Background: an optimization exercise with open tools, aiming at small area and a short achievable clock period. Do not read the settings as production practice.
Where RTL was checked, it was by simulation tests only, not by an equivalence proof against the original.
For runs 7 and 8, only the layout was checked, not whether the RTL still works.
Power and IR drop assume default switching activity.

$ cat flow/config.mk
export PLATFORM = sky130hd
export DESIGN_NAME = capu
export DESIGN_NICKNAME = capu
export VERILOG_FILES = /design/flow/design.v
export SDC_FILE = /design/flow/constraint.sdc
export NUM_CORES = 4
export LEC_CHECK = 0
export ABC_AREA = 0
export CAP_MARGIN = 30
export CORE_MARGIN = 2
export CORE_UTILIZATION = 40
export SLEW_MARGIN = 30
$ cat flow/constraint.sdc
create_clock -name core_clock -period 18.0 [get_ports {clk}]
set_input_delay 3.6000 -clock core_clock [delete_from_list [all_inputs] [get_ports {clk}]]
set_output_delay 3.6000 -clock core_clock [all_outputs]
set_load 0.01 [all_outputs]
$ cat flow/design.v
module capu (
    input  wire        clk,
    input  wire [31:0] cur,           
    input  wire [31:0] w1,            
    input  wire [31:0] disp,          
    input  wire [1:0]  size,          
    output wire [33:0] base,          
    output wire [33:0] top,
    output wire [33:0] rep_lo,
    output wire [33:0] rep_hi,
    output wire [33:0] addr,          
    output wire        in_bounds,     
    output wire        rep_ok,        
    input  wire [32:0] b0,            
    input  wire [32:0] t0,
    output wire [4:0]  enc_e,
    output wire [9:0]  enc_b,
    output wire [9:0]  enc_t,
    output wire [32:0] enc_base,
    output wire [32:0] enc_top
);
    integer i;
    wire [4:0] e      = w1[31:27];
    wire       sealed = w1[6];
    wire [9:0] bm     = sealed ? {w1[26:20], 3'b000} : w1[26:17];
    wire [9:0] tm     = sealed ? {w1[19:13], 3'b000} : w1[16:7];
    wire       is22   = (e == 5'd22);
    reg [31:0] lm;                        
    always @(*)
        for (i = 0; i < 32; i = i + 1)
            lm[i] = (i < e + 10);
    wire [31:0] bmg = {22'd0, bm} << e;
    wire [31:0] tmg = {22'd0, tm} << e;
    wire [9:0] cpos;
    capu_win u_cp (.x({1'b0, cur}), .e(e), .y(cpos));
    wire kb  = ~is22 & (sealed ? (cpos < {w1[26:20], 3'b000}) : (cpos < w1[26:17]));
    wire tlt = (tm < bm);
    wire ktp = is22 ? (tm == 10'd0) : (tlt & ~kb);    
    wire ktn = ~is22 & ~tlt & kb;                     
    wire [31:0] hu = cur | lm;            
    wire [31:0] hv = cur & ~lm;           
    wire [31:0] pa, po;                   
    capu_pfx #(32) u_pa (.g({31'd0, hu[0]}), .p(hu), .o(pa));
    capu_pfx #(32) u_po (.g(hv), .p({32{1'b1}}), .o(po));
    wire [32:0] ci  = {pa, 1'b1} & ~{1'b0, lm};
    wire [32:0] bi  = ~{po, 1'b0} & ~{1'b0, lm};
    wire [32:0] hh  = {1'b0, hv};
    wire [32:0] b33 = (hh ^ ({33{kb}} & bi)) | {1'b0, bmg};
    wire [32:0] r33 = (hh ^ ({33{~kb}} & ci)) | {1'b0, bmg};
    wire [32:0] t33 = (hh ^ (({33{ktp}} & ci) | ({33{ktn}} & bi))) | {1'b0, tmg};
    wire [33:0] a;                        
    capu_add #(34) u_a (.x({2'b00, cur}), .y({{2{disp[31]}}, disp}), .ci(1'b0), .s(a));
    reg [32:0] base_r, rh_r;
    reg [33:0] top_r, a_r;
    reg [1:0]  sz_r;
    reg        is22_r;
    always @(posedge clk) begin
        base_r <= b33;
        top_r  <= {ktn & bi[32], t33};
        rh_r   <= {r33[32], r33[31:0] & ~{32{r33[32]}}};    
        a_r    <= a;
        sz_r   <= size;
        is22_r <= is22;
    end
    wire [33:0] b_v = {base_r[32], base_r};
    wire ge_b = $signed(a_r) >= $signed(b_v);
    wire lt_r = $signed(a_r) < $signed({1'b0, rh_r});
    wire [2:0]  sm1 = (3'd1 << sz_r) - 3'd1;
    wire [34:0] xa  = {a_r[33], a_r};
    wire [34:0] xt  = ~{top_r[33], top_r};
    wire [34:0] xs  = {32'd0, sm1};
    wire [34:0] cs  = xa ^ xt ^ xs;
    wire [35:0] cc  = {(xa & xt) | (xa & xs) | (xt & xs), 1'b1};
    wire [34:0] cy;
    capu_pfx #(35) u_t (.g({cs[34:1] & cc[34:1], (cs[0] & cc[0])}), .p(cs ^ cc[34:0]), .o(cy));
    wire lt_t = cs[34] ^ cc[34] ^ cy[33];
    assign base      = b_v;
    assign rep_lo    = is22_r ? 34'd0 : b_v;
    assign top       = top_r;
    assign rep_hi    = {1'b0, rh_r};
    assign addr      = a_r;
    assign in_bounds = ge_b & lt_t;
    assign rep_ok    = (is22_r ? ~a_r[33] : ge_b) & lt_r;
    wire [32:0] l;
    capu_add #(33) u_l (.x(t0), .y(~b0), .ci(1'b1), .s(l));
    wire [32:0] bw = l ^ t0 ^ b0;         
    wire [32:0] tor;                      
    capu_pfx #(33) u_st (.g(t0), .p({33{1'b1}}), .o(tor));
    wire [32:0] st = {tor[31:0], 1'b0};   
    reg  [32:0] lr;
    wire [32:0] lorr;
    always @(*)
        for (i = 0; i < 33; i = i + 1)
            lr[i] = l[32 - i];
    capu_pfx #(33) u_lo (.g(lr), .p({33{1'b1}}), .o(lorr));
    reg  [33:0] lor;                      
    always @(*) begin
        lor[33] = 1'b0;
        for (i = 0; i < 33; i = i + 1)
            lor[i] = lorr[32 - i];
    end
    reg [21:0] xm;
    reg [8:0]  w;
    always @(*)
        for (i = 0; i < 22; i = i + 1) begin
            w     = l[i+8 -: 9];          
            xm[i] = lor[i+10] | (l[i+9] &
                    ((&w[8:6] & (|w[5:0] | bw[i] | st[i])) |
                     (&w[8:7] & ~w[6] & &w[5:0] & bw[i] & st[i])));
        end
    reg [32:0] b0_r, tm1_r;
    reg [21:0] em_r;
    always @(posedge clk) begin
        b0_r  <= b0;
        tm1_r <= t0 ^ ~st;                
        em_r  <= xm;
    end
    wire [32:0] em = {11'd0, em_r};
    wire [4:0]  xe;                       
    assign xe[4] = em_r[15];
    assign xe[3] = em_r[7] & ~em_r[15];
    assign xe[2] = (em_r[3] & ~em_r[7]) | (em_r[11] & ~em_r[15]) | em_r[19];
    assign xe[1] = (em_r[1] & ~em_r[3]) | (em_r[5] & ~em_r[7]) | (em_r[9] & ~em_r[11]) |
                   (em_r[13] & ~em_r[15]) | (em_r[17] & ~em_r[19]) | em_r[21];
    assign xe[0] = (em_r[0] & ~em_r[1]) | (em_r[2] & ~em_r[3]) | (em_r[4] & ~em_r[5]) |
                   (em_r[6] & ~em_r[7]) | (em_r[8] & ~em_r[9]) | (em_r[10] & ~em_r[11]) |
                   (em_r[12] & ~em_r[13]) | (em_r[14] & ~em_r[15]) | (em_r[16] & ~em_r[17]) |
                   (em_r[18] & ~em_r[19]) | (em_r[20] & ~em_r[21]);
    wire [32:0] ty = tm1_r | em;
    wire [32:0] ta;                       
    capu_pfx #(33) u_ta (.g({32'd0, ty[0]}), .p(ty), .o(ta));
    wire [9:0] wb, wt;
    capu_win u_wb (.x(b0_r), .e(xe), .y(wb));
    capu_win u_wt (.x(tm1_r), .e(xe), .y(wt));
    assign enc_e    = xe;
    assign enc_base = b0_r & ~em;
    assign enc_top  = ty ^ {ta[31:0], 1'b1};
    assign enc_b    = wb;
    assign enc_t    = wt + 10'd1;
endmodule
module capu_pfx #(parameter N = 32) (
    input  wire [N-1:0] g,
    input  wire [N-1:0] p,
    output wire [N-1:0] o
);
    localparam LG = (N <= 2) ? 1 : (N <= 4) ? 2 : (N <= 8) ? 3 : (N <= 16) ? 4 : (N <= 32) ? 5 : 6;
    wire [N-1:0] gg [0:2*LG];
    wire [N-1:0] pp [0:2*LG];
    assign gg[0] = g;
    assign pp[0] = p;
    genvar l, i;
    generate
        for (l = 0; l < LG; l = l + 1) begin : up
            for (i = 0; i < N; i = i + 1) begin : b
                if ((i % (2 << l)) == (2 << l) - 1) begin : n
                    assign gg[l+1][i] = gg[l][i] | (pp[l][i] & gg[l][i-(1<<l)]);
                    assign pp[l+1][i] = pp[l][i] & pp[l][i-(1<<l)];
                end else begin : c
                    assign gg[l+1][i] = gg[l][i];
                    assign pp[l+1][i] = pp[l][i];
                end
            end
        end
        for (l = LG - 2; l >= 0; l = l - 1) begin : dn
            for (i = 0; i < N; i = i + 1) begin : b
                if ((i % (2 << l)) == (1 << l) - 1 && i >= (2 << l)) begin : n
                    assign gg[2*LG-1-l][i] = gg[2*LG-2-l][i] | (pp[2*LG-2-l][i] & gg[2*LG-2-l][i-(1<<l)]);
                    assign pp[2*LG-1-l][i] = pp[2*LG-2-l][i] & pp[2*LG-2-l][i-(1<<l)];
                end else begin : c
                    assign gg[2*LG-1-l][i] = gg[2*LG-2-l][i];
                    assign pp[2*LG-1-l][i] = pp[2*LG-2-l][i];
                end
            end
        end
    endgenerate
    assign o = gg[2*LG-1];
endmodule
module capu_add #(parameter N = 32) (
    input  wire [N-1:0] x,
    input  wire [N-1:0] y,
    input  wire         ci,
    output wire [N-1:0] s
);
    wire [N-1:0] p = x ^ y;
    wire [N-1:0] g = x & y;
    wire [N-1:0] c;
    capu_pfx #(N) u (.g({g[N-1:1], g[0] | (p[0] & ci)}), .p(p), .o(c));
    assign s = p ^ {c[N-2:0], ci};
endmodule
module capu_win (
    input  wire [32:0] x,
    input  wire [4:0]  e,
    output wire [9:0]  y
);
    wire [24:0] s16 = e[4] ? {8'd0, x[32:16]} : x[24:0];
    wire [16:0] s8  = e[3] ? s16[24:8] : s16[16:0];
    wire [12:0] s4  = e[2] ? s8[16:4]  : s8[12:0];
    wire [10:0] s2  = e[1] ? s4[12:2]  : s4[10:0];
    assign y = e[0] ? s2[10:1] : s2[9:0];
endmodule
$ cat flow/flow/run.sh
#!/bin/bash
# Standard layout, with buf_1 port buffers and the setup repair aiming for
# 11 ns of slack.
set -euo pipefail
bash standard.sh "BUFFER_PORTS_ARGS=-buffer_cell sky130_fd_sc_hd__buf_1" SETUP_SLACK_MARGIN=11 finish > layout.log 2>&1
$ cat flow/standard.sh
#!/bin/bash
# synth_recipe.tcl (not shown) runs the flow's synth.tcl, then flattens the netlist and writes it again
# the make line also repeats each setting of config.mk as NAME=value (left out here)
make -C /OpenROAD-flow-scripts/flow DESIGN_CONFIG=/design/flow/config.mk WORK_HOME=/design/flow/orfs CLKGATE_MAP_FILE= SYNTH_SCRIPT=/design/flow/synth_recipe.tcl "${@:-finish}"
==> qor.yml, run 1 <==
logic_synthesis:
  syn_inst: 2713
  synth_flop_cell: "dfxtp_1"
  seq_area_frac_synth: 0.2109
  yosysTopAreaCell: "dfxtp_1"
  ys_ff_latch: 225
  synth_top_area_share: 0.2109
  synth_nets: 3159
  synth_area_leaders: "dfxtp_1 (21%), ha_1 (14%), mux2i_1 (4.9%)"
  synth_edf_count: 0
  synth-async-reset-ratio: 0
  synth_cell_type_count: 101
  syn_area_per_cell_sq_um: 7.874
  netlist_area_sq_um: 21360
  yosysWarningCount: 5
global_route:
  grt_pass1_vias: 22390
  track_usage: 0.3470
  antenna_found_initial: 8
  grt_overflow_total: 0
  grt_max_degree: 73
  grt_first_pass_wirelength_um: 146100
clock_network:
  postCtsHoldBufs: 0
  clockRootBuffer: "clkbuf_16"
  cts_buffers: 30
  clkSlewWorstSetupHoldPaths_ps: 60
  cts_tree: "done"
  htree_levels: 1
  clk_path_buf_depth: 3
  clock_sinks: 225
floorplan:
  io_pins: 428
  start_util: 0.4057
  fp.dieH_um: 235.1
  die_area_sq_um: 55270
  die_w_um: 235.1
  core_sq_um: 52660
  floorplan.rows: 84
min_path:
  hold_class: "input port to register"
  hold_start: "size[1]"
  hold_end: "sz_r[1]"
  min_path_cells: 1
route:
  wl_met1_um: 43140
  drtIter0Drc: 2551
  wl_met2_um: 43590
  wl_met3_um: 10030
  postRouteAntennaNets: 0
  vias: 23540
  drtPass1Iterations: 5
  wirelength_um: 101200
  routed_via_density: 5.967
  top_layer: "met5"
  drc: 0
  routedWlPerCell_um: 25.65
cells_and_area:
  finalNetCount: 3675
  area_growth_pct: 32.93
  drive_gt1_frac: 0.2017
sta:
  setup_tns_ps: 0
  hold_slack_ps: 3085
  max_slew_margin: 0.2309
  finalCriticalPeriod_ps: 7618
  setup_viol: 0
  period_share: 0.4232
  fmax_mhz: 131.3
  max_slew.worst_pin.slew_ps: 1142
  grt_setup_unrepaired: "true"
  slew_violations: 0
  hold_viol: 0
critical_path:
  crit_arrival_ps: 4020
  slowest_delay_ps: 570
  cpLargestDelayFamily: "compound AO/OA/AOI/OAI gates"
  endpoint_kind: "output port"
  setup.worst_path.class: "register to output port"
  crit_top_cell: "a21oi_2"
  worstPathCellList: "buf_4 -> and2_1 -> fa_1 -> ha_1 -> a21o_1 -> a21oi_2 -> o21a_2 -> o31ai_4 -> a2111o_1 -> a211oi_2 -> o21bai_1 -> xor2_1 -> a21oi_2 -> buf_2"
  slowest_stage: "a2111o_1"
  cp_data_required_time_ps: 14400
  start_kind: "register"
  critPathBufInv: 2
  crit_fanout: 3
placement:
  dp_hpwl_um: 76360
  gp_congestion: 0.9745
  io_buffers: 420
power_and_ir_drop:
  irDropWorstVdd_mv: 0.07850
  p_per_area_nw_per_um2: 92.27
  leakage_nw: 12.42
run_status:
  status: "no timing/DRC/antenna violations"
job:
  drv_cap: 0
## per-layer routing
layer	vias to the layer above	track usage
li1	10640	-
met3	244	0.06742
met2	1341	0.5347
met5	-	0
met1	11310	0.4791
met4	2	0.1285
## placed cells by master, fill, tap and decap left out, types with 12 or more instances in the layout
cell / synthesis / final
a21oi_1: 160 / 142
mux2_2: 26 / 17
nor3_1: 61 / 46
o211ai_1: 30 / 30
fa_1: 34 / 25
nand4_1: 46 / 46
xnor2_1: 79 / 76
ha_4: 0 / 19
a21oi_2: 1 / 17
o21a_1: 16 / 15
buf_2: 30 / 29
nand2b_1: 41 / 36
o22ai_1: 36 / 31
nor2_1: 209 / 200
buf_6: 2 / 25
a31oi_1: 20 / 18
buf_4: 21 / 154
inv_1: 240 / 225
mux2i_2: 0 / 14
and2_1: 16 / 12
nand3_1: 55 / 46
xor2_1: 90 / 81
buf_1: 24 / 378
nand2_1: 238 / 230
dfxtp_1: 225 / 190
o21ai_2: 0 / 12
o21ai_1: 8 / 19
nor2b_1: 54 / 48
or2_2: 20 / 16
clkbuf_16: 0 / 32
ha_1: 247 / 227
buf_12: 0 / 13
dfxtp_2: 0 / 25
a21o_1: 70 / 70
o21ai_0: 175 / 150
mux2i_1: 105 / 85
nor4_1: 18 / 12
## registers in the layout (all words and copies together), names as in the netlist
signal and cells:
top_r 34, base_r 33, b0_r 33, em_r 22, a_r 34, rh_r 33
sz_r 2, tm1_r 33, is22_r 1
## timing repair
action / CTS / global route
resized for setup: 279 / 171
buffers inserted: 109 / 52
pin swaps: 92 / 76
endpoints found under the hold margin: 0 / 0
setup endpoints to repair: 163 / 125
cloned: 17 / 2
## stage by stage
step                utilization  setup slack (ps)  cells  total power [mW]  area [sq um]
floorplan                     -             10630   2713             1.270         21790
global placement         0.4489              8101   3704             1.613         23640
detailed placement       0.4494              8639   3705             1.633         23660
CTS                      0.5168             10330   3886             2.504         27210
global route             0.5393             10270   3944             2.752         28390
finish                   0.5393             10380   3945             2.620         28400
## cells in the mapped netlist (all sizes together) (34+ instances only)
library cell    n
o21ai         183
ha            247
buf            77
dfxtp         225
nand3          58
xor2           90
o22ai          36
nor2b          54
nor3           65
nor2          209
nand2         238
clkbuf         69
inv           243
a21o           70
mux2i         105
fa             34
xnor2          80
a21oi         161
nand2b         41
nand4          47
## where the power goes
part | leakage (nW) | switching, mW | internal [mW]
combinational | 9.98 | 0.752 | 0.509
clock | 0.566 | 0.272 | 0.456
sequential | 1.88 | 0.0774 | 0.554
total | 12.4 | 1.10 | 1.52
## layout make-up
cell class              instances  area, sq um
diodes                          5        12.51
clock buffers                  32        768.2
clock inverters                23        422.9
fillers                      5008        24260
inverters                     246        979.7
multi-input cells            2099        16930
flip-flops and latches        225         4573
well taps                     688        860.8
repair buffers                626         3845
repair inverters                1        8.758
## worst max-delay path by stage
stage / start / end / slack, ps / cells after the start
2_1_floorplan: t0[0] / em_r[6] / 10630 / 24
3_5_place_dp: w1[31] / top_r[30] / 8640 / 18
5_1_grt: sz_r[1] / in_bounds / 10270 / 14
3_3_place_gp: w1[31] / top_r[24] / 8100 / 18
4_1_cts: sz_r[0] / in_bounds / 10330 / 14
6_report: sz_r[1] / in_bounds / 10380 / 14
## cell families after synthesis
group           synth area share
simple gates              0.1939
compound gates            0.2037
buf+inv                  0.07503
fa+ha+maj                 0.1770
flops                     0.2109
xor+xnor                 0.07005
mux                      0.06923
other cells            0.0001755
==> run 2, diff against run 1 <==
--- a/flow/config.mk
+++ b/flow/config.mk
@@ -6,7 +6,8 @@
 export NUM_CORES = 4
 export LEC_CHECK = 0
-export ABC_AREA = 0
+export ABC_AREA = 1
 export CAP_MARGIN = 30
 export CORE_MARGIN = 2
-export CORE_UTILIZATION = 40
+export CORE_UTILIZATION = 60
+export CTS_BUF_LIST = sky130_fd_sc_hd__clkbuf_4
 export SLEW_MARGIN = 30
==> qor.yml, run 2 <==
cells_and_area:
  biggestRegsByFlops: "a_r: 34 flops, top_r: 34 flops"
  fin_area_sq_um: 25610
  post-route-util: 0.7379
  most-common-layout-cells: "nand2_1 (774), inv_1 (497), buf_1 (402)"
  drive_gt1_frac: 0.1102
  area_growth_pct: 20.49
  finalNetCount: 4190
  final_common_cell: "nand2_1"
critical_path:
  start_kind: "register"
  cp_data_required_time_ps: 14400
  crit_arrival_ps: 3610
  setup.worst_path.class: "register to output port"
  endpoint_kind: "output port"
  crit_fanout: 2
logic_synthesis:
  syn_area_per_cell_sq_um: 6.537
  synth_top_area_share: 0.2119
  synth_nets: 3698
  synth_area_leaders: "dfxtp_1 (21%), ha_1 (15%), nand2_1 (14%)"
  yosysTopAreaCell: "dfxtp_1"
  synth_cell_type_count: 66
  synth.most_common_cell: "nand2_1"
  netlist_area_sq_um: 21260
  ys_top_cells_by_count: "nand2_1 (794), inv_1 (514), nor2_1 (290), ha_1 (247), dfxtp_1 (225)"
  syn_inst: 3252
  synth_flop_cell: "dfxtp_1"
  yosysWarningCount: 5
  ys_ff_latch: 225
  seq_area_frac_synth: 0.2119
  synth-async-reset-ratio: 0
  synth_edf_count: 0
floorplan:
  start_util: 0.6124
  floorplan.rows: 68
  io_pins: 428
  core_sq_um: 34710
  die_area_sq_um: 36950
  fp.dieH_um: 192.2
  die_w_um: 192.2
global_route:
  grt_max_degree: 47
  grt_busiest_layer: "met2"
  antenna_found_initial: 13
  grtUsageMet3: 0.1383
  gr-usage-met1: 0.4881
  grt_pass1_vias: 24630
  track_usage: 0.4586
  grtUsageMet2: 0.7488
  grt_first_pass_wirelength_um: 129400
  grt_overflow_total: 0
min_path:
  hold_start: "size[0]"
  hold_class: "input port to register"
  min_path_cells: 1
  hold_end: "sz_r[0]"
clock_network:
  clockRootBuffer: "clkbuf_4"
  clkSlewWorstSetupHoldPaths_ps: 70
  postCtsHoldBufs: 0
  cts_buffers: 67
  clk_path_buf_depth: 3
  cts_tree: "done"
  htree_levels: 3
  clock_sinks: 225
placement:
  io_buffers: 420
  pre_cts_slack_ps: 8155
  dp_hpwl_um: 66530
  gp_congestion: 1.032
  dpl_cell_area_sq_um: 23070
sta:
  finalCriticalPeriod_ps: 7206
  setup_tns_ps: 0
  grt_setup_unrepaired: "true"
  max_slew.worst_pin.slew_ps: 1073
  hold_viol: 0
  max_slew_margin: 0.2770
  slew_violations: 0
  period_share: 0.4003
  setup_viol: 0
  setup_ws_ps: 10790
  fmax_mhz: 138.8
route:
  routed_via_density: 6.063
  drtIter0Drc: 3075
  routedWlPerCell_um: 21.06
  wirelength_um: 89670
  vias: 25820
  postRouteAntennaNets: 0
  drtPass1Iterations: 10
  drc: 0
power_and_ir_drop:
  p_per_area_nw_per_um2: 86.14
  leakage_nw: 12.63
  irDropWorstVdd_mv: 0.07577
  power_mw: 2.206
job:
  drv_cap: 0
run_status:
  status: "no timing/DRC/antenna violations"
## run 2: metrics by stage
step / cells / hold WS, ps
2_1_floorplan: 3252 / 3628
3_3_place_gp: 4045 / 3697
3_5_place_dp: 4045 / 3705
4_1_cts: 4214 / 2910
5_1_grt: 4249 / 2903
6_report: 4258 / 2932
## run 2: worst max-delay path by stage
stage	startpoint	slack [ps]	endpoint	depth (start not counted)
6_report	sz_r[0]	10790	in_bounds	17
4_1_cts	sz_r[1]	10770	in_bounds	16
2_1_floorplan	t0[0]	11020	em_r[10]	25
3_3_place_gp	w1[30]	8210	rh_r[14]	27
5_1_grt	em_r[1]	10640	enc_top[31]	19
3_5_place_dp	w1[30]	8150	rh_r[14]	27
## run 2: power by group
| group | switching [mW] | leakage [nW] | internal [mW] |
|---|---|---|---|
| clock network | 0.251 | 0.496 | 0.252 |
| registers | 0.0600 | 1.88 | 0.555 |
| logic | 0.709 | 10.3 | 0.379 |
| total | 1.02 | 12.6 | 1.19 |
## run 2: kinds of logic after synthesis
kind of cell	synth area share
AOI/OAI and AO/OA	0.1429
xor gates and xnor gates	0.04573
adders and majority gates	0.1774
buffers and inverters	0.1162
DFF	0.2119
muxes	0.01083
other	0.0001764
and+or+nand+nor	0.2949
## run 2: worst max-delay path, stage by stage, from the launching register on
cell	delay (ps)
dfxtp_2	340
nand2_1	80
inv_2	70
fa_2	430
ha_1	280
nand2_1	60
o21ai_2	190
nand4_1	140
o211ai_1	200
nand3_1	190
nand2_4	170
a21oi_4	80
o21ai_2	150
nand3_2	110
nand3_2	70
nand2_1	50
nor2_1	80
buf_2	130
## run 2: repair_timing
action,4_1_cts,5_1_grt
pin swaps,37,51
gates cloned,7,5
endpoints found under the hold margin,0,0
resized for setup,124,155
setup buffers,45,28
endpoints found under the setup margin,152,146
## run 2: cell type report
type	count	area, sq um
Clock inverter	32	181.4
Timing Repair inverter	1	5.005
Antenna cell	11	27.53
Fill cell	2812	9100
Timing Repair Buffer	516	2606
Clock buffer	85	638.1
Tap cell	455	569.3
Multi-Input combinational cell	2406	15000
Sequential cell	225	4541
Inverter	527	2041
## run 2: per-layer routing
metal	vias up	wire length (um)
li1	11650	-
met3	594	10180
met4	8	9126
met1	11700	30320
met2	1867	39980
met5	-	58
==> run 3, diff against run 2 <==
--- a/flow/design.v
+++ b/flow/design.v
@@ -32,7 +32,5 @@
     wire [31:0] bmg = {22'd0, bm} << e;
     wire [31:0] tmg = {22'd0, tm} << e;
-    wire [9:0] cpos;
-    capu_win u_cp (.x({1'b0, cur}), .e(e), .y(cpos));
-    wire kb  = ~is22 & (sealed ? (cpos < {w1[26:20], 3'b000}) : (cpos < w1[26:17]));
+    wire kb  = ~is22 & ((cur & lm) < bmg);
     wire tlt = (tm < bm);
     wire ktp = is22 ? (tm == 10'd0) : (tlt & ~kb);    
--- a/flow/config.mk
+++ b/flow/config.mk
@@ -9,5 +9,4 @@
 export CAP_MARGIN = 30
 export CORE_MARGIN = 2
-export CORE_UTILIZATION = 60
-export CTS_BUF_LIST = sky130_fd_sc_hd__clkbuf_4
+export CORE_UTILIZATION = 40
 export SLEW_MARGIN = 30
==> qor.yml, run 3 <==
critical_path:
  crit_fanout: 3
  crit_arrival_ps: 3450
  cp.depth: 17
  critPathBufInv: 2
  endpoint_kind: "output port"
  crit_end: "in_bounds"
  setup.worst_path.class: "register to output port"
  worstPathCellList: "nand2_2 -> inv_2 -> fa_1 -> ha_1 -> nand2_1 -> o21ai_2 -> nand4_1 -> o211ai_1 -> nand3_1 -> nand2_2 -> nand4_1 -> nand2_2 -> nand3_2 -> nand3_2 -> xor2_1 -> nor2_1 -> buf_2"
  slowest_stage: "fa_1"
  cpLargestDelayFamily: "simple AND/OR/NAND/NOR gates"
  cp_data_required_time_ps: 14400
  crit_top_cell: "nand2_2"
  startpoint: "sz_r[1]"
  slowest_delay_ps: 440
  start_kind: "register"
run_status:
  status: "no timing/DRC/antenna violations"
route:
  drc: 0
  routedWlPerCell_um: 19.70
  drtPass1Iterations: 8
  drtIter0Drc: 1985
  wirelength_um: 86460
  postRouteAntennaNets: 0
  routed_via_density: 5.296
  vias: 23240
logic_synthesis:
  synth_flop_cell: "dfxtp_1"
  netlist_area_sq_um: 21540
  synth_cell_type_count: 71
  seq_area_frac_synth: 0.2091
  synth_nets: 3715
  syn_inst: 3248
  synth_top_area_share: 0.2091
  syn_area_per_cell_sq_um: 6.632
  ys_top_cells_by_count: "nand2_1 (731), inv_1 (504), nor2_1 (341), ha_1 (268), dfxtp_1 (225)"
  ys_ff_latch: 225
  synth_area_leaders: "dfxtp_1 (21%), ha_1 (16%), nand2_1 (13%)"
  yosysTopAreaCell: "dfxtp_1"
  yosysWarningCount: 5
  synth_edf_count: 0
  synth.most_common_cell: "nand2_1"
  synth-async-reset-ratio: 0
sta:
  setup_tns_ps: 0
  hold_viol: 0
  finalCriticalPeriod_ps: 7049
  period_share: 0.3916
  setup_viol: 0
  max_slew_margin: 0.3098
  fmax_mhz: 141.9
  max_slew.worst_pin.slew_ps: 1027
  slew_violations: 0
  grt_setup_unrepaired: "true"
global_route:
  grt_overflow_total: 0
  grt_max_degree: 39
  grt_pass1_vias: 21790
  antenna_found_initial: 0
  track_usage: 0.2996
  grt_first_pass_wirelength_um: 128800
cells_and_area:
  post-route-util: 0.4842
  biggestRegsByFlops: "a_r: 34 flops, top_r: 34 flops"
  drive_gt1_frac: 0.1005
  most-common-layout-cells: "nand2_1 (714), inv_1 (496), buf_1 (409)"
  finalNetCount: 4135
  final_common_cell: "nand2_1"
  fin_cells: 4389
  area_growth_pct: 20.25
  insertedDiodeCount: 0
floorplan:
  core_sq_um: 53500
  die_w_um: 236.1
  io_pins: 428
  fp.dieH_um: 236.1
  floorplan.rows: 85
  die_area_sq_um: 55720
  start_util: 0.4026
power_and_ir_drop:
  p_clk_frac: 0.268
  seqPwrFrac: 0.269
  irDropWorstVdd_mv: 0.06827
  netSwitchingPower_mw: 1.019
  p_int_mw: 1.287
  p_per_area_nw_per_um2: 89.04
  swShare: 0.4420
  leakage_nw: 12.54
  combPwrFrac: 0.464
placement:
  dp_hpwl_um: 70460
  io_buffers: 420
  gp_congestion: 0.9847
  dp_cells: 4286
min_path:
  min_path_cells: 1
  hold_class: "input port to register"
clock_network:
  postCtsHoldBufs: 0
  htree_levels: 1
  clockRootBuffer: "clkbuf_16"
  cts_tree: "done"
  clkSlewWorstSetupHoldPaths_ps: 60
  clk_path_buf_depth: 3
  cts_buffers: 31
  clock_sinks: 225
job:
  drv_cap: 0
-- run 3: cell types whose count changed after synthesis, moves of 9 or more --
cell,delta
nor2_1,+51
a21oi_1,-19
ha_1,+21
a22oi_1,-9
nor3_2,+11
or2_2,+11
nand2_1,-63
nand3_1,+12
inv_1,-10
o21ai_0,-35
o211ai_1,-12
buf_2,-10
xor2_1,-9
-- run 3: timing repair --
action                                  in CTS  in global routing
gates cloned                                 6                  2
pin swaps                                   28                 28
endpoints found under the setup margin     150                127
gates resized for setup                    151                 96
setup buffers                               18                 19
-- run 3: power groups by stage --
stage               clock, mW  combinational (mW)  sequential (mW)
floorplan                   0               0.615            0.620
global placement            0               0.948            0.630
detailed placement          0               0.952            0.630
CTS                     0.629                1.02            0.620
global route            0.649                1.18            0.625
finish                  0.618                1.07            0.619
-- run 3: area by class of cell --
cell class / instances / area [sq um]
Timing Repair Buffer: 476 / 2187
Clock inverter: 20 / 195.2
Fill cell: 5601 / 27590
Multi-Input combinational cell: 2405 / 15240
Inverter: 529 / 2056
Clock buffer: 38 / 822.0
Sequential cell: 225 / 4534
Tap cell: 696 / 870.8
-- run 3: metrics by stage --
step	power, mW	hold slack (ps)	setup slack [ps]	instance area, sq um
after global routing	2.457	3112	10710	25900
after detailed placement	1.582	3731	8233	23620
final	2.306	3128	10950	25900
after floorplan	1.235	3628	11010	21540
after CTS	2.270	3101	10780	25380
after global placement	1.578	3724	8296	23620
-- run 3: cells by family (layout without fill, tap and decap cells) --
logic type | after synthesis | after routing | share of synthesized area
DFF | 225 | 225 | 0.2091
AOI/OAI and AO/OA | 456 | 456 | 0.1256
other | 1 | 1 | 0.0001741
muxes | 21 | 21 | 0.009759
adders and majority gates | 302 | 302 | 0.1873
xor gates and xnor gates | 104 | 104 | 0.04229
and+or+nand+nor | 1517 | 1521 | 0.3109
buffers and inverters | 622 | 1063 | 0.1148
-- run 3: how the worst min path moves through the flow --
stage,endpoint,slack [ps],from
2_1_floorplan,b0_r[0],3630,b0[0]
3_3_place_gp,b0_r[28],3720,b0[28]
3_5_place_dp,b0_r[28],3730,b0[28]
4_1_cts,b0_r[29],3100,b0[29]
5_1_grt,b0_r[29],3110,b0[29]
6_report,sz_r[0],3130,size[0]
-- run 3: metal layers --
metal  share of wire  track usage  vias up
met4           0.042       0.1152        0
li1                -            -    11490
met2            0.46       0.5024      969
met1            0.42       0.3817    10620
met5               0            0        -
met3           0.080      0.05372      168
==> run 4, diff against run 3 <==
--- a/flow/design.v
+++ b/flow/design.v
@@ -32,5 +32,7 @@
     wire [31:0] bmg = {22'd0, bm} << e;
     wire [31:0] tmg = {22'd0, tm} << e;
-    wire kb  = ~is22 & ((cur & lm) < bmg);
+    wire [9:0] cpos;
+    capu_win u_cp (.x({1'b0, cur}), .e(e), .y(cpos));
+    wire kb  = ~is22 & (sealed ? (cpos < {w1[26:20], 3'b000}) : (cpos < w1[26:17]));
     wire tlt = (tm < bm);
     wire ktp = is22 ? (tm == 10'd0) : (tlt & ~kb);    
==> qor.yml, run 4 <==
logic_synthesis:
  seq_area_frac_synth: 0.2119
  synth_edf_count: 0
  syn_inst: 3252
  synth_nets: 3698
  ys_ff_latch: 225
  syn_area_per_cell_sq_um: 6.537
  netlist_area_sq_um: 21260
  synth_area_leaders: "dfxtp_1 (21%), ha_1 (15%), nand2_1 (14%)"
  ys_top_cells_by_count: "nand2_1 (794), inv_1 (514), nor2_1 (290), ha_1 (247), dfxtp_1 (225)"
  synth_cell_type_count: 66
  synth-async-reset-ratio: 0
  synth.most_common_cell: "nand2_1"
  yosysWarningCount: 5
  yosysTopAreaCell: "dfxtp_1"
  synth_top_area_share: 0.2119
  synth_flop_cell: "dfxtp_1"
power_and_ir_drop:
  irDropWorstVdd_mv: 0.06151
  leakage_nw: 12.37
  combPwrFrac: 0.447
  p_clk_frac: 0.275
  seqPwrFrac: 0.277
  swShare: 0.4225
  netSwitchingPower_uw: 940.8
  p_per_area_nw_per_um2: 87.19
  p_int_mw: 1.286
floorplan:
  io_pins: 428
  fp.dieH_um: 234.5
  core_sq_um: 52550
  die_area_sq_um: 55000
  die_w_um: 234.5
  start_util: 0.4045
  floorplan.rows: 84
run_status:
  status: "no timing/DRC/antenna violations"
route:
  vias: 22930
  drc: 0
  routedWlPerCell_um: 19.22
  drtPass1Iterations: 6
  postRouteAntennaNets: 0
  routed_via_density: 5.227
  drtIter0Drc: 1555
  wirelength_um: 84300
critical_path:
  slowest_delay_ps: 330
  slowest_stage: "o21ai_0"
  setup.worst_path.class: "input port to register"
  cp_data_required_time_ps: 18420
  start_kind: "input port"
  crit_fanout: 33
  endpoint_kind: "register"
  critPathBufInv: 6
  crit_arrival_ps: 7280
  cpLargestDelayFamily: "compound AO/OA/AOI/OAI gates"
  worstPathCellList: "clkbuf_4 -> buf_12 -> inv_8 -> nor2_4 -> clkinvlp_4 -> o21ai_0 -> o21ai_0 -> nand2_1 -> o21ai_0 -> mux2i_1 -> ha_1 -> nand2_1 -> a21oi_1 -> a211oi_2 -> o211ai_1 -> a21oi_1 -> nand2_4 -> buf_12 -> nor2_2 -> buf_12 -> nand2_1 -> nand3_1 -> nand3_1"
clock_network:
  clock_sinks: 225
  clkSlewWorstSetupHoldPaths_ps: 70
  htree_levels: 1
  clk_path_buf_depth: 3
  clockRootBuffer: "clkbuf_16"
  cts_tree: "done"
  cts_buffers: 27
  postCtsHoldBufs: 0
global_route:
  grt_overflow_total: 0
  antenna_found_initial: 7
  grtUsageMet2: 0.5215
  gr-usage-met1: 0.3451
  track_usage: 0.2926
  grt_max_degree: 46
  grt_busiest_layer: "met2"
  grt_pass1_vias: 21370
  grtUsageMet3: 0.03646
  grt_first_pass_wirelength_um: 123200
sta:
  setup_viol: 0
  setup_tns_ps: 0
  period_share: 0.3814
  fmax_mhz: 145.6
  finalCriticalPeriod_ps: 6866
  grt_setup_unrepaired: "true"
  hold_slack_ps: 3132
  slew_violations: 0
  max_slew.worst_pin.slew_ps: 888.1
  hold_viol: 0
  max_slew_margin: 0.4079
cells_and_area:
  most-common-layout-cells: "nand2_1 (774), inv_1 (498), buf_1 (414)"
  drive_gt1_frac: 0.08311
  finalNetCount: 4119
  final_common_cell: "nand2_1"
  biggestRegsByFlops: "a_r: 34 flops, top_r: 34 flops"
  area_growth_pct: 20.14
placement:
  io_buffers: 420
  dp_hpwl_um: 69030
  gp_congestion: 0.9873
min_path:
  hold_start: "size[0]"
  min_path_cells: 1
  hold_class: "input port to register"
  hold_end: "sz_r[0]"
job:
  drv_cap: 0
[run 4: how the worst max path moves through the flow]
| stage | startpoint | end | depth (start not counted) |
|---|---|---|---|
| 3_3_place_gp | w1[30] | rh_r[14] | 27 |
| 2_1_floorplan | t0[0] | em_r[10] | 25 |
| 3_5_place_dp | w1[30] | rh_r[14] | 27 |
| 5_1_grt | em_r[15] | enc_t[6] | 14 |
| 4_1_cts | em_r[0] | enc_top[31] | 19 |
| 6_report | w1[30] | top_r[17] | 23 |
[run 4: repair_timing]
item                       4_1_cts  5_1_grt
gates cloned                     5        6
setup buffers                   26       20
setup endpoints to repair      154      142
resized for setup              100       95
pin swaps                       26       37
[run 4: routing by layer]
metal,vias to the layer above,share of wire
met5,-,0.00040
met4,6,0.054
met3,196,0.061
met2,790,0.49
met1,10450,0.40
li1,11480,-
[run 4: area by class of cell]
cell class	instances	area, sq um
repair buffers	486	2260
multi-input cells	2404	14810
fillers	5656	27010
repair inverters	2	10.01
diodes	4	10.01
clock buffers	34	772.0
inverters	527	2054
clock inverters	16	236.5
well taps	688	860.8
flip-flops and latches	225	4529
[run 4: logic make-up after synthesis]
family / count (synthesis) / share of synthesized area
AO/OA/AOI/OAI: 518 / 0.1429
XOR/XNOR: 111 / 0.04573
adder cells (fa/ha/maj): 281 / 0.1774
buffers and inverters: 624 / 0.1162
flip-flops: 225 / 0.2119
multiplexers: 23 / 0.01083
other: 1 / 0.0001764
AND/OR/NAND/NOR: 1469 / 0.2949
[run 4: metrics by stage]
stage               area (sq um)  cells  power, mW    util  setup WS (ps)
floorplan                  21270   3252      1.214       -          11020
global placement           23320   4275      1.525  0.4438           8129
detailed placement         23330   4275      1.531  0.4440           8078
CTS                        24930   4356      2.188  0.4744          10900
global route               25540   4385      2.381  0.4860          10950
finish                     25540   4386      2.227  0.4860          11130
[run 4: power by group through the flow]
stage	registers [mW]	logic [mW]	clock network, mW
finish	0.617	0.996	0.613
global route	0.622	1.12	0.641
CTS	0.618	0.945	0.625
detailed placement	0.629	0.902	0
floorplan	0.621	0.592	0
global placement	0.630	0.895	0
==> run 5, diff against run 4 <==
--- a/flow/config.mk
+++ b/flow/config.mk
@@ -10,3 +10,5 @@
 export CORE_MARGIN = 2
 export CORE_UTILIZATION = 40
+export CTS_CLUSTER_DIAMETER = 100
+export CTS_CLUSTER_SIZE = 30
 export SLEW_MARGIN = 30
==> qor.yml, run 5 <==
run_status:
  status: "no timing/DRC/antenna violations"
clock_network:
  clockRootBuffer: "clkbuf_16"
  cts_tree: "done"
  postCtsHoldBufs: 0
  clock_sinks: 225
  clkSlewWorstSetupHoldPaths_ps: 90
  cts_buffers: 13
  htree_levels: 1
  clk_path_buf_depth: 3
sta:
  hold_viol: 0
  setup_ws_ps: 11160
  setup_viol: 0
  period_share: 0.3802
  grt_setup_unrepaired: "true"
  finalCriticalPeriod_ps: 6844
  fmax_mhz: 146.1
  setup_tns_ps: 0
  max_slew.worst_pin.slew_ps: 888.8
  slew_violations: 0
  max_slew_margin: 0.4074
critical_path:
  critPathBufInv: 1
  start_kind: "register"
  endpoint_kind: "output port"
  cpLargestDelayFamily: "simple AND/OR/NAND/NOR gates"
  startpoint: "sz_r[0]"
  slowest_stage: "fa_2"
  setup.worst_path.class: "register to output port"
  crit_fanout: 2
  worstPathCellList: "or2_4 -> fa_2 -> ha_4 -> a21oi_2 -> o21ai_2 -> nand4_1 -> o211ai_1 -> nand3_1 -> nand2_4 -> a21oi_4 -> o21ai_2 -> nand3_2 -> nand3_2 -> nand2_1 -> nor2_1 -> buf_2"
  slowest_delay_ps: 400
  cp_data_required_time_ps: 14400
  crit_arrival_ps: 3240
global_route:
  grt_first_pass_wirelength_um: 122200
  antenna_found_initial: 7
  track_usage: 0.2905
  grt_overflow_total: 0
  grt_pass1_vias: 21030
  grt_max_degree: 46
route:
  postRouteAntennaNets: 0
  drc: 0
  routedWlPerCell_um: 19.22
  wirelength_um: 83740
  routed_via_density: 5.228
  drtPass1Iterations: 7
  drtIter0Drc: 1546
  vias: 22770
floorplan:
  core_sq_um: 52550
  io_pins: 428
  floorplan.rows: 84
  fp.dieH_um: 234.5
  die_w_um: 234.5
  die_area_sq_um: 55000
  start_util: 0.4045
placement:
  dp_hpwl_um: 69030
  io_buffers: 420
  gp_congestion: 0.9873
  pre_cts_slack_ps: 8078
  dpl_cell_area_sq_um: 23330
cells_and_area:
  final_common_cell: "nand2_1"
  post-route-util: 0.4751
  finalNetCount: 4104
  area_growth_pct: 17.46
  biggestRegsByFlops: "a_r: 34 flops, top_r: 34 flops"
  fin_area_sq_um: 24970
  most-common-layout-cells: "nand2_1 (775), inv_1 (499), buf_1 (416)"
  drive_gt1_frac: 0.07476
power_and_ir_drop:
  leakage_nw: 12.10
  irDropWorstVdd_mv: 0.04719
  power_mw: 1.949
  p_per_area_nw_per_um2: 78.05
logic_synthesis:
  synthAdderAreaFrac: 0.1774
  synthMuxAreaShare: 0.01083
  synth_nets: 3698
  synth_edf_count: 0
  synth_compound_area_frac: 0.1428
  synth_flop_cell: "dfxtp_1"
  netlist_area_sq_um: 21260
  synth_top_family_by_area: "simple AND/OR/NAND/NOR gates"
  synth_area_leaders: "dfxtp_1 (21%), ha_1 (15%), nand2_1 (14%)"
  seq_area_frac_synth: 0.2119
  synth_top_area_share: 0.2119
  ys_top_cells_by_count: "nand2_1 (794), inv_1 (514), nor2_1 (290), ha_1 (247), dfxtp_1 (225)"
  synth-async-reset-ratio: 0
  syn_area_per_cell_sq_um: 6.537
  yosysTopAreaCell: "dfxtp_1"
  synthXorXnorAreaFrac: 0.04573
  yosysWarningCount: 5
  syn_inst: 3252
  synth_cell_type_count: 66
  synth-simple-area-share: 0.2949
  synth.most_common_cell: "nand2_1"
  ys_ff_latch: 225
job:
  drv_cap: 0
min_path:
  min_path_cells: 1
  hold_end: "sz_r[0]"
  hold_start: "size[0]"
  hold_class: "input port to register"
-- run 5: cell types whose count changed in the layout (fill, tap and decap cells not counted), sizes merged --
cell and delta:
bufinv -5, diode -1, clkinv -1, clkbuf -22, clkinvlp -4, inv +3
-- run 5: logic make-up (layout without fill, tap and decap cells) --
family / Yosys count / after routing
other: 1 / 4
buffers and inverters: 624 / 1036
AO/OA/AOI/OAI: 518 / 518
multiplexers: 23 / 23
AND/OR/NAND/NOR: 1469 / 1470
adder cells (fa/ha/maj): 281 / 281
flip-flops: 225 / 225
XOR/XNOR: 111 / 111
-- run 5: power by group --
| group | switching, mW | internal (mW) | leakage (nW) |
|---|---|---|---|
| clock network | 0.197 | 0.144 | 0.211 |
| logic | 0.638 | 0.352 | 10.0 |
| registers | 0.0624 | 0.554 | 1.88 |
-- run 5: timing repair --
action	CTS	global route
buffers inserted	29	16
cloned	4	7
setup endpoints to repair	156	142
pin swaps	23	29
resized for setup	101	91
-- run 5: final cells by class --
type,count,area (sq um)
multi-input cells,2404,14770
inverters,527,2057
repair buffers,485,2310
clock buffers,13,325.3
fillers,5710,27580
repair inverters,2,10.01
clock inverters,9,102.6
well taps,688,860.8
diodes,3,7.507
flip-flops and latches,225,4527
-- run 5: worst max-delay path by stage --
stage	to	slack, ps	cells after the start
finish	in_bounds	11160	16
global route	in_bounds	10970	15
CTS	enc_top[31]	10960	19
detailed placement	rh_r[14]	8080	27
global placement	rh_r[14]	8130	27
floorplan	em_r[10]	11020	25
-- run 5: metrics by stage --
stage | hold WS, ps | instances
after floorplan | 3628 | 3252
after global placement | 3706 | 4275
after detailed placement | 3702 | 4275
after CTS | 3147 | 4330
after global routing | 3154 | 4356
final | 3170 | 4356
-- run 5: routing by layer --
metal	global-route usage	up-vias	routed length, um
met5	0	-	48
met4	0.1217	8	3796
met3	0.03464	175	5000
met2	0.5275	777	41620
met1	0.3439	10390	33280
li1	-	11420	-
==> run 6, diff against run 5 <==
==> flow/flow/run.sh (replaced) <==
#!/bin/bash
# Standard layout, with buf_1 port buffers and the setup repair aiming for
# 11.5 ns of slack.
set -euo pipefail
bash standard.sh "BUFFER_PORTS_ARGS=-buffer_cell sky130_fd_sc_hd__buf_1" SETUP_SLACK_MARGIN=11.5 finish > layout.log 2>&1
--- a/flow/config.mk
+++ b/flow/config.mk
@@ -10,5 +10,3 @@
 export CORE_MARGIN = 2
 export CORE_UTILIZATION = 40
-export CTS_CLUSTER_DIAMETER = 100
-export CTS_CLUSTER_SIZE = 30
 export SLEW_MARGIN = 30
==> qor.yml, run 6 <==
run_status:
  status: "no timing/DRC/antenna violations"
min_path:
  hold_class: "input port to register"
  hold_end: "sz_r[0]"
  hold_start: "size[0]"
  min_path_cells: 1
global_route:
  grtUsageMet2: 0.5506
  grt_busiest_layer: "met2"
  grt_first_pass_wirelength_um: 129500
  gr-usage-met1: 0.3574
  track_usage: 0.3093
  grtUsageMet3: 0.03585
  grt_overflow_total: 0
  antenna_found_initial: 9
  grt_pass1_vias: 22730
  grt_max_degree: 46
power_and_ir_drop:
  irDropWorstVdd_mv: 0.06494
  power_mw: 2.513
  p_per_area_nw_per_um2: 86.86
  leakage_nw: 14.04
placement:
  io_buffers: 420
  gp_congestion: 0.9823
  dp_hpwl_um: 69340
logic_synthesis:
  synthXorXnorAreaFrac: 0.04573
  synth_compound_area_frac: 0.1428
  synthMuxAreaShare: 0.01083
  synth_nets: 3698
  syn_area_per_cell_sq_um: 6.537
  synth_cell_type_count: 66
  seq_area_frac_synth: 0.2119
  synth.most_common_cell: "nand2_1"
  synth_flop_cell: "dfxtp_1"
  ys_ff_latch: 225
  yosysWarningCount: 5
  synth_top_area_share: 0.2119
  synth-async-reset-ratio: 0
  syn_inst: 3252
  synth-simple-area-share: 0.2949
  yosysTopAreaCell: "dfxtp_1"
  synth_area_leaders: "dfxtp_1 (21%), ha_1 (15%), nand2_1 (14%)"
  netlist_area_sq_um: 21260
  synth_top_family_by_area: "simple AND/OR/NAND/NOR gates"
  ys_top_cells_by_count: "nand2_1 (794), inv_1 (514), nor2_1 (290), ha_1 (247), dfxtp_1 (225)"
  synthAdderAreaFrac: 0.1774
  synth_edf_count: 0
cells_and_area:
  final_common_cell: "nand2_1"
  most-common-layout-cells: "nand2_1 (648), inv_1 (475), buf_1 (367)"
  fill_cells: 5257
  biggestRegsByFlops: "a_r: 34 flops, top_r: 34 flops"
  area_growth_pct: 36.11
  finalNetCount: 4237
  drive_gt1_frac: 0.2172
  multi_input_area_sq_um: 16580
  regArea_sq_um: 4569
floorplan:
  io_pins: 428
  die_w_um: 234.5
  start_util: 0.4045
  die_area_sq_um: 55000
  floorplan.rows: 84
  core_sq_um: 52550
  fp.dieH_um: 234.5
critical_path:
  cp_data_required_time_ps: 14400
  worstPathCellList: "nor2_4 -> inv_2 -> ha_4 -> nor3b_4 -> nand3b_1 -> inv_2 -> nand3_2 -> nor2_2 -> nand2_1 -> nor2_2 -> nand2_2 -> nor3_4 -> nand2_2 -> nor2_4 -> nand3_2 -> nor3_2 -> ha_2 -> xor2_4 -> buf_6"
  critPathBufInv: 3
  crit_fanout: 3
  slowest_delay_ps: 360
  crit_arrival_ps: 3290
  start_kind: "register"
  endpoint_kind: "output port"
  setup.worst_path.class: "register to output port"
  cpLargestDelayFamily: "simple AND/OR/NAND/NOR gates"
  cp.depth: 19
  slowest_stage: "dfxtp_4"
clock_network:
  cts_buffers: 29
  htree_levels: 1
  postCtsHoldBufs: 0
  clock_sinks: 225
  cts_tree: "done"
  clk_path_buf_depth: 3
  clockRootBuffer: "clkbuf_16"
  clkSlewWorstSetupHoldPaths_ps: 60
sta:
  fmax_mhz: 145.2
  setup_viol: 0
  grt_setup_unrepaired: "true"
  max_slew_margin: 0.3625
  finalCriticalPeriod_ps: 6887
  slew_violations: 0
  hold_viol: 0
  setup_tns_ps: 0
  period_share: 0.3826
  max_slew.worst_pin.slew_ps: 956.2
route:
  drtIter0Drc: 1672
  postRouteAntennaNets: 0
  routedWlPerCell_um: 20.12
  drc: 0
  drtPass1Iterations: 5
  vias: 24160
  wirelength_um: 90700
  routed_via_density: 5.360
job:
  drv_cap: 0
==> run 6: changes by cell type in the layout (fill, tap and decap cells not counted), moves of 28 or more <==
cell,change
nand2_1,-127
dfxtp_2,+28
buf_2,+32
nand2_4,+46
dfxtp_1,-30
buf_1,-49
buf_6,+41
nand3_1,-52
a21oi_1,-33
buf_4,+53
nand3_2,+48
nand2_2,+80
a21oi_2,+31
==> run 6: per-stage QoR <==
step           cell area [sq um]  setup slack [ps]  cells  utilization  hold slack, ps
4_1_cts                    26840             10910   4451       0.5107            3112
3_3_place_gp               23480              8893   4276       0.4469            3707
2_1_floorplan              21440             11430   3252            -            3628
3_5_place_dp               23500              8867   4276       0.4471            3702
5_1_grt                    28930             10920   4505       0.5505            3134
6_report                   28930             11110   4507       0.5506            3136
==> run 6: what timing repair did <==
action / in CTS / in global routing
setup buffers: 102 / 45
setup endpoints to repair: 177 / 162
gates cloned: 20 / 5
pin swaps: 99 / 114
resized for setup: 321 / 471
==> run 6: worst max-delay path by stage <==
stage / end / startpoint / slack, ps
2_1_floorplan: em_r[1] / t0[0] / 11430
3_5_place_dp: rh_r[14] / w1[30] / 8870
5_1_grt: enc_top[27] / em_r[0] / 10920
3_3_place_gp: rh_r[14] / w1[30] / 8890
6_report: enc_top[31] / em_r[0] / 11110
4_1_cts: enc_top[31] / em_r[0] / 10910
==> run 6: metal layers <==
layer | vias to the layer above | share of wire
met4 | 6 | 0.068
met3 | 292 | 0.062
met2 | 980 | 0.49
met5 | - | 0.00031
met1 | 11160 | 0.38
li1 | 11720 | -
==> run 6: layout make-up <==
class | instances | share of cell area
multi-input combinational | 2408 | 0.5729
timing repair inverter | 8 | 0.003027
timing repair buffer | 592 | 0.1259
antenna | 6 | 0.0005189
tap | 688 | 0.02975
inverter | 527 | 0.07343
clock inverter | 22 | 0.01120
clock buffer | 31 | 0.02534
sequential | 225 | 0.1579
==> run 6: kinds of logic after synthesis <==
logic type,after synthesis
mux,23
buf+inv,624
xor+xnor,111
compound gates,518
fa+ha+maj,281
other cells,1
simple gates,1469
flops,225
==> run 6: power breakdown <==
| part | total [mW] | internal, mW | switching, mW |
|---|---|---|---|
| clock network | 0.647 | 0.399 | 0.248 |
| logic | 1.24 | 0.490 | 0.754 |
| registers | 0.622 | 0.557 | 0.0650 |
==> run 7, diff against run 6 <==
--- a/flow/design.v
+++ b/flow/design.v
@@ -83,5 +83,5 @@
     assign rep_ok    = (is22_r ? ~a_r[33] : ge_b) & lt_r;
     wire [32:0] l;
-    capu_add #(33) u_l (.x(t0), .y(~b0), .ci(1'b1), .s(l));
+    capu_adds #(33) u_l (.x(t0), .y(~b0), .ci(1'b1), .s(l));
     wire [32:0] bw = l ^ t0 ^ b0;         
     wire [32:0] tor;                      
@@ -93,5 +93,5 @@
         for (i = 0; i < 33; i = i + 1)
             lr[i] = l[32 - i];
-    capu_pfx #(33) u_lo (.g(lr), .p({33{1'b1}}), .o(lorr));
+    capu_pfs #(33) u_lo (.g(lr), .p({33{1'b1}}), .o(lorr));
     reg  [33:0] lor;                      
     always @(*) begin
@@ -176,4 +176,42 @@
     assign o = gg[2*LG-1];
 endmodule
+module capu_pfs #(parameter N = 32) (
+    input  wire [N-1:0] g,
+    input  wire [N-1:0] p,
+    output wire [N-1:0] o
+);
+    localparam LG = (N <= 2) ? 1 : (N <= 4) ? 2 : (N <= 8) ? 3 : (N <= 16) ? 4 : (N <= 32) ? 5 : 6;
+    wire [N-1:0] gg [0:LG];
+    wire [N-1:0] pp [0:LG];
+    assign gg[0] = g;
+    assign pp[0] = p;
+    genvar l, i;
+    generate
+        for (l = 0; l < LG; l = l + 1) begin : lv
+            for (i = 0; i < N; i = i + 1) begin : b
+                if ((i >> l) % 2 == 1) begin : n
+                    assign gg[l+1][i] = gg[l][i] | (pp[l][i] & gg[l][((i >> l) << l) - 1]);
+                    assign pp[l+1][i] = pp[l][i] & pp[l][((i >> l) << l) - 1];
+                end else begin : c
+                    assign gg[l+1][i] = gg[l][i];
+                    assign pp[l+1][i] = pp[l][i];
+                end
+            end
+        end
+    endgenerate
+    assign o = gg[LG];
+endmodule
+module capu_adds #(parameter N = 32) (
+    input  wire [N-1:0] x,
+    input  wire [N-1:0] y,
+    input  wire         ci,
+    output wire [N-1:0] s
+);
+    wire [N-1:0] p = x ^ y;
+    wire [N-1:0] g = x & y;
+    wire [N-1:0] c;
+    capu_pfs #(N) u (.g({g[N-1:1], g[0] | (p[0] & ci)}), .p(p), .o(c));
+    assign s = p ^ {c[N-2:0], ci};
+endmodule
 module capu_add #(parameter N = 32) (
     input  wire [N-1:0] x,
==> flow/flow/run.sh (replaced) <==
#!/bin/bash
# Standard layout, with buf_1 port buffers and the setup repair aiming for
# 11 ns of slack.
set -euo pipefail
bash standard.sh "BUFFER_PORTS_ARGS=-buffer_cell sky130_fd_sc_hd__buf_1" SETUP_SLACK_MARGIN=11 finish > layout.log 2>&1
==> qor.yml, run 7 <==
run_status:
  status: "no timing/DRC/antenna violations"
logic_synthesis:
  syn_inst: 3400
  synth_area_leaders: "dfxtp_1 (21%), nand2_1 (15%), ha_1 (14%)"
  syn_area_per_cell_sq_um: 6.377
  netlist_area_sq_um: 21680
  synth_top_area_share: 0.2078
  ys_top_cells_by_count: "nand2_1 (890), inv_1 (524), nor2_1 (292), nand3_1 (268), ha_1 (247)"
  synth_edf_count: 0
  synth_flop_cell: "dfxtp_1"
  synth_nets: 3835
  synth_cell_type_count: 69
  yosysWarningCount: 6
  ys_ff_latch: 225
  synth-async-reset-ratio: 0
  synth.most_common_cell: "nand2_1"
  seq_area_frac_synth: 0.2078
  yosysTopAreaCell: "dfxtp_1"
critical_path:
  crit_fanout: 4
  endpoint_kind: "output port"
  setup.worst_path.class: "register to output port"
  cp_data_required_time_ps: 14400
  start_kind: "register"
  crit_arrival_ps: 3240
global_route:
  track_usage: 0.2949
  antenna_found_initial: 10
  grt_pass1_vias: 22000
  grt_overflow_total: 0
  grt_first_pass_wirelength_um: 127300
  grt_max_degree: 58
placement:
  io_buffers: 420
  pre_cts_slack_ps: 9514
  gp_congestion: 1.004
  dp_hpwl_um: 70520
sta:
  slew_violations: 0
  setup_ws_ps: 11160
  hold_viol: 0
  max_slew.worst_pin.slew_ps: 891.4
  fmax_mhz: 146.1
  setup_viol: 0
  grt_setup_unrepaired: "true"
  hold_slack_ps: 3147
  finalCriticalPeriod_ps: 6842
  setup_tns_ps: 0
  max_slew_margin: 0.3995
  period_share: 0.3801
min_path:
  hold_class: "input port to register"
route:
  drtPass1Iterations: 7
  wirelength_um: 87810
  routedWlPerCell_um: 19.26
  postRouteAntennaNets: 0
  routed_via_density: 5.286
  drc: 0
  vias: 24100
  drtIter0Drc: 2291
floorplan:
  io_pins: 428
  die_area_sq_um: 56080
  die_w_um: 236.8
  fp.dieH_um: 236.8
  start_util: 0.4037
  floorplan.rows: 85
  core_sq_um: 53710
clock_network:
  cts_buffers: 28
  clock_sinks: 225
  cts_tree: "done"
  postCtsHoldBufs: 0
  clockRootBuffer: "clkbuf_16"
  clkSlewWorstSetupHoldPaths_ps: 60
  clk_path_buf_depth: 3
  htree_levels: 1
power_and_ir_drop:
  irDropWorstVdd_mv: 0.06531
  p_per_area_nw_per_um2: 85.41
  leakage_nw: 12.73
  power_mw: 2.228
cells_and_area:
  area_growth_pct: 20.33
  finalNetCount: 4269
  most-common-layout-cells: "nand2_1 (880), inv_1 (511), buf_1 (411)"
  biggestRegsByFlops: "a_r: 34 flops, top_r: 34 flops"
  drive_gt1_frac: 0.07650
  fill_cells: 5672
  final_common_cell: "nand2_1"
  post-route-util: 0.4858
job:
  drv_cap: 0
run 7: layout make-up:
cell class | instances | area, sq um | share of cell area
repair inverters | 4 | 26.28 | 0.001007
clock inverters | 19 | 200.2 | 0.007673
inverters | 537 | 2106 | 0.08072
flip-flops and latches | 225 | 4529 | 0.1736
clock buffers | 33 | 780.7 | 0.02993
diodes | 7 | 17.52 | 0.0006714
multi-input cells | 2536 | 14970 | 0.5739
repair buffers | 502 | 2585 | 0.09908
well taps | 696 | 870.8 | 0.03338
run 7: logic make-up after synthesis:
kind of cell / share of synthesized area
AND/OR/NAND/NOR: 0.3228
AO/OA/AOI/OAI: 0.1337
adder cells (fa/ha/maj): 0.1638
other: 0.0001730
XOR/XNOR: 0.04403
flip-flops: 0.2078
multiplexers: 0.01016
buffers and inverters: 0.1177
run 7: layer usage:
| layer | up-vias | part of all wire | track usage |
|---|---|---|---|
| met5 | - | 0.00055 | 0 |
| met1 | 10850 | 0.39 | 0.3541 |
| li1 | 11970 | - | - |
| met4 | 8 | 0.054 | 0.1398 |
| met3 | 239 | 0.076 | 0.03894 |
| met2 | 1024 | 0.48 | 0.5198 |
run 7: what timing repair did:
item                                    CTS  global route
endpoints found under the setup margin  136           129
gates resized for setup                  75           108
buffers inserted                         22            29
cloned                                    4            16
pin swaps                                14            31
run 7: worst paths after layout:
kind / start / to / slack, ps / cells after the start
worst max-delay path: sz_r[1] / in_bounds / 11160 / 16
worst min-delay path: size[0] / sz_r[0] / 3150 / 1
run 7: per-stage QoR:
step	cell area, sq um	cells
floorplan	21680	3400
CTS	25210	4507
global route	26070	4552
finish	26090	4559
detailed placement	23770	4429
global placement	23740	4428
run 7: critical path: stages (launching register included):
cell      delay [ps]
dfxtp_4          350
or2_4            250
fa_2             400
ha_4             270
a21oi_2           40
o21ai_1          150
nand4_1          110
o211ai_1         160
nand3_1          140
nand2_2          170
nand3_2           90
nand2_2          100
nand3_2           70
nand4_1           80
nand2_1           50
nor2_1           100
buf_2            130
run 7: power breakdown:
group / switching, mW / total, mW / internal (mW)
registers: 0.0621 / 0.616 / 0.554
logic: 0.650 / 1.01 / 0.358
clock network: 0.249 / 0.604 / 0.355
==> run 8, diff against run 7 <==
--- a/flow/design.v
+++ b/flow/design.v
@@ -73,5 +73,5 @@
     wire [35:0] cc  = {(xa & xt) | (xa & xs) | (xt & xs), 1'b1};
     wire [34:0] cy;
-    capu_pfx #(35) u_t (.g({cs[34:1] & cc[34:1], (cs[0] & cc[0])}), .p(cs ^ cc[34:0]), .o(cy));
+    capu_pfs #(35) u_t (.g({cs[34:1] & cc[34:1], (cs[0] & cc[0])}), .p(cs ^ cc[34:0]), .o(cy));
     wire lt_t = cs[34] ^ cc[34] ^ cy[33];
     assign base      = b_v;
@@ -129,5 +129,5 @@
     wire [32:0] ty = tm1_r | em;
     wire [32:0] ta;                       
-    capu_pfx #(33) u_ta (.g({32'd0, ty[0]}), .p(ty), .o(ta));
+    capu_pfs #(33) u_ta (.g({32'd0, ty[0]}), .p(ty), .o(ta));
     wire [9:0] wb, wt;
     capu_win u_wb (.x(b0_r), .e(xe), .y(wb));
==> qor.yml, run 8 <==
sta:
  finalCriticalPeriod_ps: 6979
  hold_slack_ps: 3143
  hold_viol: 0
  max_slew_margin: 0.3408
  fmax_mhz: 143.3
  grt_setup_unrepaired: "true"
  setup_tns_ps: 0
  period_share: 0.3877
  slew_violations: 0
  setup_viol: 0
  max_slew.worst_pin.slew_ps: 984.2
cells_and_area:
  drive_gt1_frac: 0.07032
  final_common_cell: "nand2_1"
  area_growth_pct: 17.04
  fill_cells: 5827
  post-route-util: 0.4758
  regArea_sq_um: 4529
  multi_input_area_sq_um: 15160
  finalNetCount: 4273
  biggestRegsByFlops: "a_r: 34 flops, top_r: 34 flops"
  most-common-layout-cells: "nand2_1 (898), inv_1 (530), buf_1 (413)"
route:
  drtIter0Drc: 1939
  routedWlPerCell_um: 19.26
  wirelength_um: 88050
  postRouteAntennaNets: 0
  drtPass1Iterations: 8
  drc: 0
  routed_via_density: 5.262
  vias: 24050
logic_synthesis:
  ys_ff_latch: 225
  synth.most_common_cell: "nand2_1"
  seq_area_frac_synth: 0.2051
  syn_area_per_cell_sq_um: 6.381
  synth-async-reset-ratio: 0
  netlist_area_sq_um: 21960
  synth_edf_count: 0
  ys_top_cells_by_count: "nand2_1 (905), inv_1 (533), nor2_1 (308), nand3_1 (242), ha_1 (236)"
  synth_nets: 3866
  synth_area_leaders: "dfxtp_1 (21%), nand2_1 (15%), ha_1 (13%)"
  synth_cell_type_count: 71
  yosysTopAreaCell: "dfxtp_1"
  synth_flop_cell: "dfxtp_1"
  yosysWarningCount: 6
  synth_top_area_share: 0.2051
  syn_inst: 3442
placement:
  io_buffers: 420
  gp_congestion: 1.020
  dp_hpwl_um: 71020
clock_network:
  cts_tree: "done"
  clkSlewWorstSetupHoldPaths_ps: 60
  htree_levels: 1
  clock_sinks: 225
  cts_buffers: 27
  clockRootBuffer: "clkbuf_16"
  clk_path_buf_depth: 3
floorplan:
  core_sq_um: 54030
  fp.dieH_um: 238.3
  start_util: 0.4065
  io_pins: 428
  die_w_um: 238.3
  floorplan.rows: 85
  die_area_sq_um: 56800
job:
  drv_cap: 0
critical_path:
  start_kind: "input port"
  endpoint_kind: "register"
  setup.worst_path.class: "input port to register"
  cp_data_required_time_ps: 18400
  crit_fanout: 20
  crit_arrival_ps: 7370
global_route:
  grt_busiest_layer: "met2"
  grtUsageMet3: 0.04975
  grt_overflow_total: 0
  grt_first_pass_wirelength_um: 128200
  gr-usage-met1: 0.3458
  antenna_found_initial: 12
  grt_max_degree: 49
  grt_pass1_vias: 22100
  grtUsageMet2: 0.5202
  track_usage: 0.2955
power_and_ir_drop:
  leakage_nw: 12.78
  p_per_area_nw_per_um2: 82.47
  irDropWorstVdd_mv: 0.05469
  power_mw: 2.120
min_path:
  hold_class: "input port to register"
run_status:
  status: "no timing/DRC/antenna violations"
-- run 8: cell count changes in the layout (fill, tap and decap cells not counted), sizes merged, moves of 19 or more --
cell	before	now
nand3	270	245
nand2	902	931
nor2	308	336
a21oi	149	130
buf	485	464
inv	533	559
-- run 8: metrics by stage --
step           std cells  cell area [sq um]  setup slack (ps)
6_report            4571              25710             11020
4_1_cts             4542              25220             11010
2_1_floorplan       3442              21960             11080
3_3_place_gp        4466              23910              8285
3_5_place_dp        4467              23920              8373
5_1_grt             4564              25690             10960
-- run 8: path summary, 6_finish.rpt --
kind,to,slack (ps),depth (start not counted),start
worst min-delay path,sz_r[0],3140,1,size[0]
worst max-delay path,top_r[17],11020,24,w1[30]
-- run 8: critical path: stages --
cell,delay [ps]
buf_2,180
buf_12,180
clkinv_8,110
nor2_4,70
buf_4,180
a32o_1,240
a32oi_1,190
o311ai_2,180
o21ai_1,150
o211ai_1,130
ha_1,360
nand2_1,80
inv_1,50
nand3_1,70
nand3b_1,200
o211ai_1,320
a21oi_4,130
nand2_8,190
nand3_4,90
buf_12,200
nand2_8,110
nand2_1,80
nand3_1,80
nand3_1,160
-- run 8: final cells by class --
type / count / share of cell area
diodes: 7 / 0.0006814
clock buffers: 38 / 0.03022
clock inverters: 10 / 0.003553
inverters: 562 / 0.08464
multi-input cells: 2563 / 0.5897
flip-flops and latches: 225 / 0.1762
well taps: 696 / 0.03388
repair buffers: 469 / 0.08089
repair inverters: 1 / 0.0001947
-- run 8: logic make-up (layout without fill, tap and decap cells) --
kind of cell               count (synthesis)  in the layout  share of synthesized area
xor gates and xnor gates                 110            110                    0.04421
adders and majority gates                259            259                     0.1554
DFF                                      225            225                     0.2051
AOI/OAI and AO/OA                        498            498                     0.1332
and+or+nand+nor                         1670           1678                     0.3321
muxes                                     17             17                   0.007747
other                                      1              8                  0.0001707
buffers and inverters                    662           1080                     0.1221
-- run 8: where the power goes --
| group | internal (mW) | leakage (nW) | switching (mW) |
|---|---|---|---|
| clock | 0.315 | 0.425 | 0.230 |
| sequential | 0.552 | 1.88 | 0.0595 |
| combinational | 0.326 | 10.5 | 0.637 |
-- run 8: repair_timing --
action                     in CTS  in global routing
pin swaps                      17                 22
resized for setup              58                 73
setup endpoints to repair     125                125
buffers inserted               20                 15
hold buffers                    0                  0
cloned                          7                  7
-- run 8: per-layer routing --
layer / up-vias / share of wire
met5: - / 0.00080
met4: 10 / 0.055
met3: 228 / 0.070
met2: 935 / 0.48
met1: 10870 / 0.39
li1: 12010 / -

[port drivers added, routing unchanged]
The flow's constraints put no driver on any port. The routed layouts listed below were extracted and timed again, unchanged, in two steps.
Step 1, drivers: a clkbuf_16 drives clk and a buf_2 each remaining input, both assumed.
Step 2 moves the port delays by t, midway between the first and last clock arrival at a register: inputs arrive t later, outputs are due t later. That takes back most of the time a late clock gives input paths.
Three values: no drivers, after step 1, after step 2; two values: the first two.
| run | t, ns | setup WS [ns] | worst setup path after step 2 | worst slew at a driven data input, ns |
|---|---|---|---|---|
| run 1 | 0.664 | 10.382 / 10.322 / 10.151 | input to register | 0.12 |
| run 2 | 0.836 | 10.794 / 10.741 / 10.285 | input to register | 0.13 |
| run 3 | 0.651 | 10.951 / 10.891 / 10.507 | input to register | 0.10 |
| run 4 | 0.615 | 11.134 / 11.099 / 10.549 | input to register | 0.10 |
| run 5 | 0.575 | 11.156 / 11.097 / 10.697 | input to register | 0.10 |
| run 6 | 0.618 | 11.113 / 11.055 / 10.740 | input to register | 0.10 |
| run 7 | 0.629 | 11.158 / 11.094 / 10.586 | input to register | 0.10 |
| run 8 | 0.611 | 11.021 / 11.057 / 10.445 | input to register | 0.10 |
After both steps every run listed still meets setup and hold. The setup slack of run 4, which loses most, moves by -0.035 ns with the drivers and by -0.585 ns with both steps.
